This is an optimization exercise on Yosys and OpenROAD, whose aim is small area and a short achievable clock period, not a production implementation.
RTL that was checked went through simulation tests only; none was proved equivalent to the original.
No activity file was given, so power comes from the tool's default toggle rates.

Setup of run A:
Design long_acc4, start of the top module:
module long_acc4 (
    input  wire         clk,
    input  wire         rst,
    input  wire [1:0]   cmd,
    input  wire [8:0]   open_w,
    input  wire [5:0]   open_c,
    input  wire         open_clamp,
    input  wire         open_lost,
    input  wire [3:0]   fmt_a,
    input  wire [15:0]  a,
    input  wire [7:0]   scale_a,
    input  wire [3:0]   fmt_b,
    input  wire [63:0]  b,
    input  wire [31:0]  scale_b,
    output reg          out_valid,
    output wire [511:0] out_acc,
    output wire         out_clamp,
    output wire         out_lost
);
Size: roughly 9,400 cells after synthesis, about 890 flip-flops.
Settings: LEC_CHECK=0, CAP_MARGIN=20, CORE_MARGIN=2, CORE_UTILIZATION=35, CTS_CLUSTER_DIAMETER=110, CTS_CLUSTER_SIZE=22, SLEW_MARGIN=20; clock period 26.0 ns.
standard.sh (not shown) runs the stock make flow with config.mk's settings and CLKGATE_MAP_FILE= SYNTH_SCRIPT=/design/flow/synth_recipe.tcl, a recipe that flattens the netlist after the stock synthesis.
==> flow/flow/run.sh <==
#!/bin/bash
# The standard layout, with plain buffers (not delay buffers) on the ports and
# timing repair aimed at 19.3 ns of setup slack.
set -uo pipefail
export BUFFER_PORTS_ARGS="-buffer_cell sky130_fd_sc_hd__buf_1"
export SETUP_SLACK_MARGIN=19.3
bash standard.sh > standard.log 2>&1
[inputs] run B vs run A
diff --git a/flow/design.v b/flow/design.v
--- a/flow/design.v
+++ b/flow/design.v
@@ -400,18 +400,19 @@
         .ef(ia_ef), .sc(ia_sc), .tz(ia_tz)
     );
     lt_booth u_booth (.a(ia_v), .one(ia_one), .two(ia_two), .ng(ia_ng));
     reg         updD, rdD, clrD, oclD, olsD;
     reg [3:0]   faD, fbD;
     reg         anD, aiD, azD;
-    reg [8:0]   aeD;         
+    reg [7:0]   aeD, asD;
     reg [3:0]   atD;
     reg [5:0]   oneD, twoD, ngD;
     reg [3:0]   negD;
     reg [11:0]  bvD  [0:3];
-    reg [8:0]   beD  [0:3];  
+    reg [7:0]   beD  [0:3];
+    reg [7:0]   bsD  [0:3];
     reg [3:0]   bnD, biD;
     reg signed [8:0] win_w;
     reg [5:0]   c_d;
     always @(posedge clk) begin
         updD <= !rst && (cmd == CMD_UPDATE);
         rdD  <= !rst && (cmd == CMD_READ);
@@ -420,13 +421,14 @@
         olsD <= !rst && open_lost;
         faD  <= fmt_a;
         fbD  <= fmt_b;
         anD  <= ia_nan;
         aiD  <= ia_inf;
         azD  <= ia_nz;
-        aeD  <= {1'b0, ia_ef} + {1'b0, ia_sc};
+        aeD  <= ia_ef;
+        asD  <= ia_sc;
         atD  <= ia_tz;
         oneD <= ia_one;
         ngD  <= ia_ng;
         twoD <= ia_two;
         if (rst) begin
             win_w <= 9'sd0;
@@ -447,23 +449,24 @@
                 .fmt(fmt_b), .x(b[16*j +: 16]), .scale(scale_b[8*j +: 8]),
                 .is_nan(ib_nan), .is_inf(ib_inf), .fs(ib_fs), .v(ib_v), .nz(ib_nz),
                 .ef(ib_ef), .sc(ib_sc), .tz(ib_tz)
             );
             always @(posedge clk) begin
                 bvD[j] <= ib_v;
-                beD[j] <= {1'b0, ib_ef} + {1'b0, ib_sc};
+                beD[j] <= ib_ef;
+                bsD[j] <= ib_sc;
                 bnD[j] <= ib_nan;
                 biD[j] <= ib_inf;
                 negD[j] <= ia_fs ^ ib_fs;
             end
         end
     endgenerate
     wire signed [9:0] bias_a, bias_b;
     lt_bias u_bias_a (.fmt(faD), .b(bias_a));
     lt_bias u_bias_b (.fmt(fbD), .b(bias_b));
-    wire signed [11:0] sh0 = $signed({3'd0, aeD})
+    wire signed [11:0] sh0 = $signed({4'd0, aeD}) + $signed({4'd0, asD})
                            + bias_a + bias_b - win_w;
     wire signed [11:0] kk  = $signed({5'd0, ~c_d[5:0]}) + 12'sd64;
     wire signed [11:0] sp0 = sh0 + 12'sd22;
     wire signed [11:0] dk  = kk - sh0;
     wire signed [11:0] lt0 = -(sh0 + $signed({8'd0, atD}));
     reg         rdM, clrM, oclM, olsM, updM;
@@ -484,13 +487,13 @@
             lt_tz u_tz (.v(bvD[j]), .tz(btz));
             wire b_nz   = (bvD[j] != 12'd0) && !bnD[j] && !biD[j];
             wire nz     = azD && b_nz;
             wire nan    = anD || bnD[j];
             wire inf    = !nan && (aiD || biD[j]);
             wire inf_nz = inf && (aiD || azD) && (biD[j] || b_nz);
-            wire        [8:0]  e  = beD[j];
+            wire        [8:0]  e  = {1'b0, beD[j]} + {1'b0, bsD[j]};
             wire signed [11:0] sp = sp0 + $signed({3'd0, e});
             wire signed [11:0] d  = dk - $signed({3'd0, e});
             wire               lt = $signed({2'd0, e + {5'd0, btz}}) < lt0;
             wire [7:0] s8  = !(updD && nz) ? 8'hF0 : sp[11] ? 8'h00 : sp[7:0];
             wire [4:0] dc  = (updD && nz && !d[11] && (d < 12'sd22)) ? d[4:0] : 5'd31;
             wire       frc = updD && (inf_nz || (nz && d[11]));
==> comparison <==
When the final numbers for run A and run B were put side by side, the relative max-transition margin turned out to be greater in run B.
Run A → run B: detailed placement HPWL went down, net count after synthesis went down, flip-flop and latch power went down, total vias in the final route went down, floorplan die area went up.
On starting utilization of the core area, run A and run B are neck and neck.
Peak per-stage delay on the critical path, run A and run B: lower on run B
For run A, only the layout was checked, not whether the RTL still works.

========
Another version of the RTL of long_acc4 (not shown whole).
Size: ~14000 cells after synthesis, ~880 flip-flops, about 660 I/O pins, ~91000 µm² of cells after synthesis.
clock: 26.0 ns
lec_check: 0
abc_area: 1
cap_margin: 40
core_margin: 2
core_utilization: 40
slew_margin: 40
==> flow/flow/run.sh <==
#!/bin/bash
# The standard layout, with plain buffers (not delay buffers) on the ports.
set -uo pipefail
export BUFFER_PORTS_ARGS="-buffer_cell sky130_fd_sc_hd__buf_1"
bash standard.sh > standard.log 2>&1
Rerun with:
--- a/flow/design.v
+++ b/flow/design.v
@@ -197,38 +197,28 @@
     always @(*) begin
         f = {{15{sg}}, p};
         for (k = 0; k < 4; k = k + 1)
             if (r[k])
                 for (i = 37; i >= 0; i = i - 1)
                     f[i] = (i >= (1 << k)) ? f[(i >= (1 << k)) ? i - (1 << k) : 0] : 1'b0;
     end
     reg [9:0]   qsel;
-    reg [10:0]  ext, extl;
     reg [127:0] u;
-    integer m;
     always @(*) begin
         for (k = 0; k < 10; k = k + 1)
             qsel[k] = !clamp && (q == k);
-        for (m = 0; m <= 10; m = m + 1) begin
-            ext[m] = 1'b0;
-            for (k = 0; k < m; k = k + 1)
-                ext[m] = ext[m] | qsel[k];
-            ext[m]  = ext[m] && sg;
-            extl[m] = ext[m] || cp;
-        end
         for (i = 0; i < 128; i = i + 1) begin
-            m = 0;
-            for (k = 0; k < 10; k = k + 1)
-                if (i + 22 - 16 * k > 37) m = k + 1;
-            u[i] = (i < 64) ? extl[m] : (ext[m] || (hi[i] ? cp : cn));
+            u[i] = (cp && hi[i]) || (cn && !hi[i]);
             for (k = 0; k < 10; k = k + 1) begin
                 n = i + 22 - 16 * k;
                 if (n >= 0 && n <= 37)
                     u[i] = u[i] | (qsel[k] && f[n]);
+                else if (n > 37)
+                    u[i] = u[i] | (qsel[k] && sg);
             end
         end
     end
     assign t = u;
 endmodule
 module lt_add128 (
     input  wire [127:0] a,
     input  wire [127:0] b,
@@ -369,19 +359,16 @@
         end
     endgenerate
     wire signed [9:0] bias_a, bias_b;
     lt_bias u_bias_a (.fmt(faD), .b(bias_a));
     lt_bias u_bias_b (.fmt(fbD), .b(bias_b));
     wire signed [11:0] sh0 = $signed({4'd0, aeD}) + $signed({4'd0, asD})
                            + bias_a + bias_b - win_w;
     wire signed [11:0] kk  = $signed({5'd0, ~c_d[5:0]}) + 12'sd64;
-    wire signed [11:0] sp0 = sh0 + 12'sd22;
-    wire signed [11:0] dk  = kk - sh0;
-    wire signed [11:0] lt0 = -(sh0 + $signed({8'd0, atD}));
     reg         rdM, clrM, oclM, olsM;
     reg [5:0]   c_m;
     reg         fclM, flsM;
     reg [22:0]  pM   [0:3];
     reg [7:0]   sM   [0:3];
     reg [4:0]   dcM  [0:3];
     reg [3:0]   frcM;
     wire [3:0] fcl_n, fls_n;
@@ -393,25 +380,25 @@
             );
             wire [3:0] btz;
             lt_tz u_tz (.v(bvD[j]), .tz(btz));
             wire b_nz   = (bvD[j] != 12'd0) && !bnD[j] && !biD[j];
             wire nz     = azD && b_nz;
             wire nan    = anD || bnD[j];
             wire inf    = !nan && (aiD || biD[j]);
             wire inf_nz = inf && (aiD || azD) && (biD[j] || b_nz);
-            wire        [8:0]  e  = {1'b0, beD[j]} + {1'b0, bsD[j]};
-            wire signed [11:0] sp = sp0 + $signed({3'd0, e});
-            wire signed [11:0] d  = dk - $signed({3'd0, e});
-            wire               lt = $signed({2'd0, e + {5'd0, btz}}) < lt0;
+            wire signed [11:0] sh = sh0 + $signed({3'd0, {1'b0, beD[j]} + {1'b0, bsD[j]}});
+            wire signed [11:0] d  = kk - sh;
+            wire signed [11:0] lt = sh + $signed({8'd0, atD}) + $signed({8'd0, btz});
+            wire signed [11:0] sp = sh + 12'sd22;
             wire [7:0] s8  = !(updD && nz) ? 8'hF0 : sp[11] ? 8'h00 : sp[7:0];
             wire [4:0] dc  = (updD && nz && !d[11] && (d < 12'sd22)) ? d[4:0] : 5'd31;
             wire       frc = updD && (inf_nz || (nz && d[11]));
             assign fcl_n[j] = updD && (nan || inf);
-            assign fls_n[j] = updD && nz && lt;
+            assign fls_n[j] = updD && nz && lt[11];
             always @(posedge clk) begin
                 pM[j]  <= p;
                 sM[j]  <= s8;
                 dcM[j]  <= dc;
                 frcM[j] <= frc;
             end
         end
     endgenerate
Synthesized cell count hardly moves.
Global-route usage grows by 0.61 points.
Design area shrinks by 1.5%.
Count of clock-buffer cells in the layout shrinks by 1.
Sequential share of layout area grows by 0.26 points.
Cell count shrinks by 0.65%.
Register-to-register slack got worse by 0.79 ns.
Die area shrinks by 0.86%.
Sequential power shrinks by about 5%.
Fmax shrinks by 10%.
No functional check of the RTL was part of the second run of this note.

## re-timing with driven ports
The flow's constraints put no driver on any port. The routed layouts listed below were extracted and timed again, unchanged, in two steps.
Step 1 (the two cells are an assumption about what drives the block):
set clk [get_ports {clk}]
set_driving_cell -lib_cell sky130_fd_sc_hd__clkbuf_16 $clk
set_driving_cell -lib_cell sky130_fd_sc_hd__buf_2 [delete_from_list [all_inputs] $clk]
Step 2 moves the port delays by t, midway between the first and last clock arrival at a register: inputs arrive t later, outputs are due t later. That takes back most of the time a late clock gives input paths.
a / b / c = ideal ports / drivers / drivers and shift; a / b = the first two.
| run | t, ns | slack for setup (ns) | hold WS [ns] | worst register clock-pin slew, ns |
|---|---|---|---|---|
| run A | 0.842 | 19.053 / 19.105 / 18.263 | 0.331 / 0.331 / 0.331 | 0.11 / 0.11 |
| run B | 0.843 | 19.326 / 19.232 / 18.682 | 0.332 / 0.332 / 0.332 | 0.11 / 0.11 |
| the first run of note 2 | 0.897 | 19.060 / 18.961 / 18.259 | 0.327 / 0.327 / 0.327 | 0.07 / 0.07 |
| the second run of note 2 | 0.889 | 18.274 / 18.274 / 18.012 | 0.333 / 0.333 / 0.333 | 0.08 / 0.08 |
After both steps every run listed still meets setup and hold. The setup slack of the first run of note 2, which loses most, moves by -0.099 ns with the drivers and by -0.801 ns with both steps.
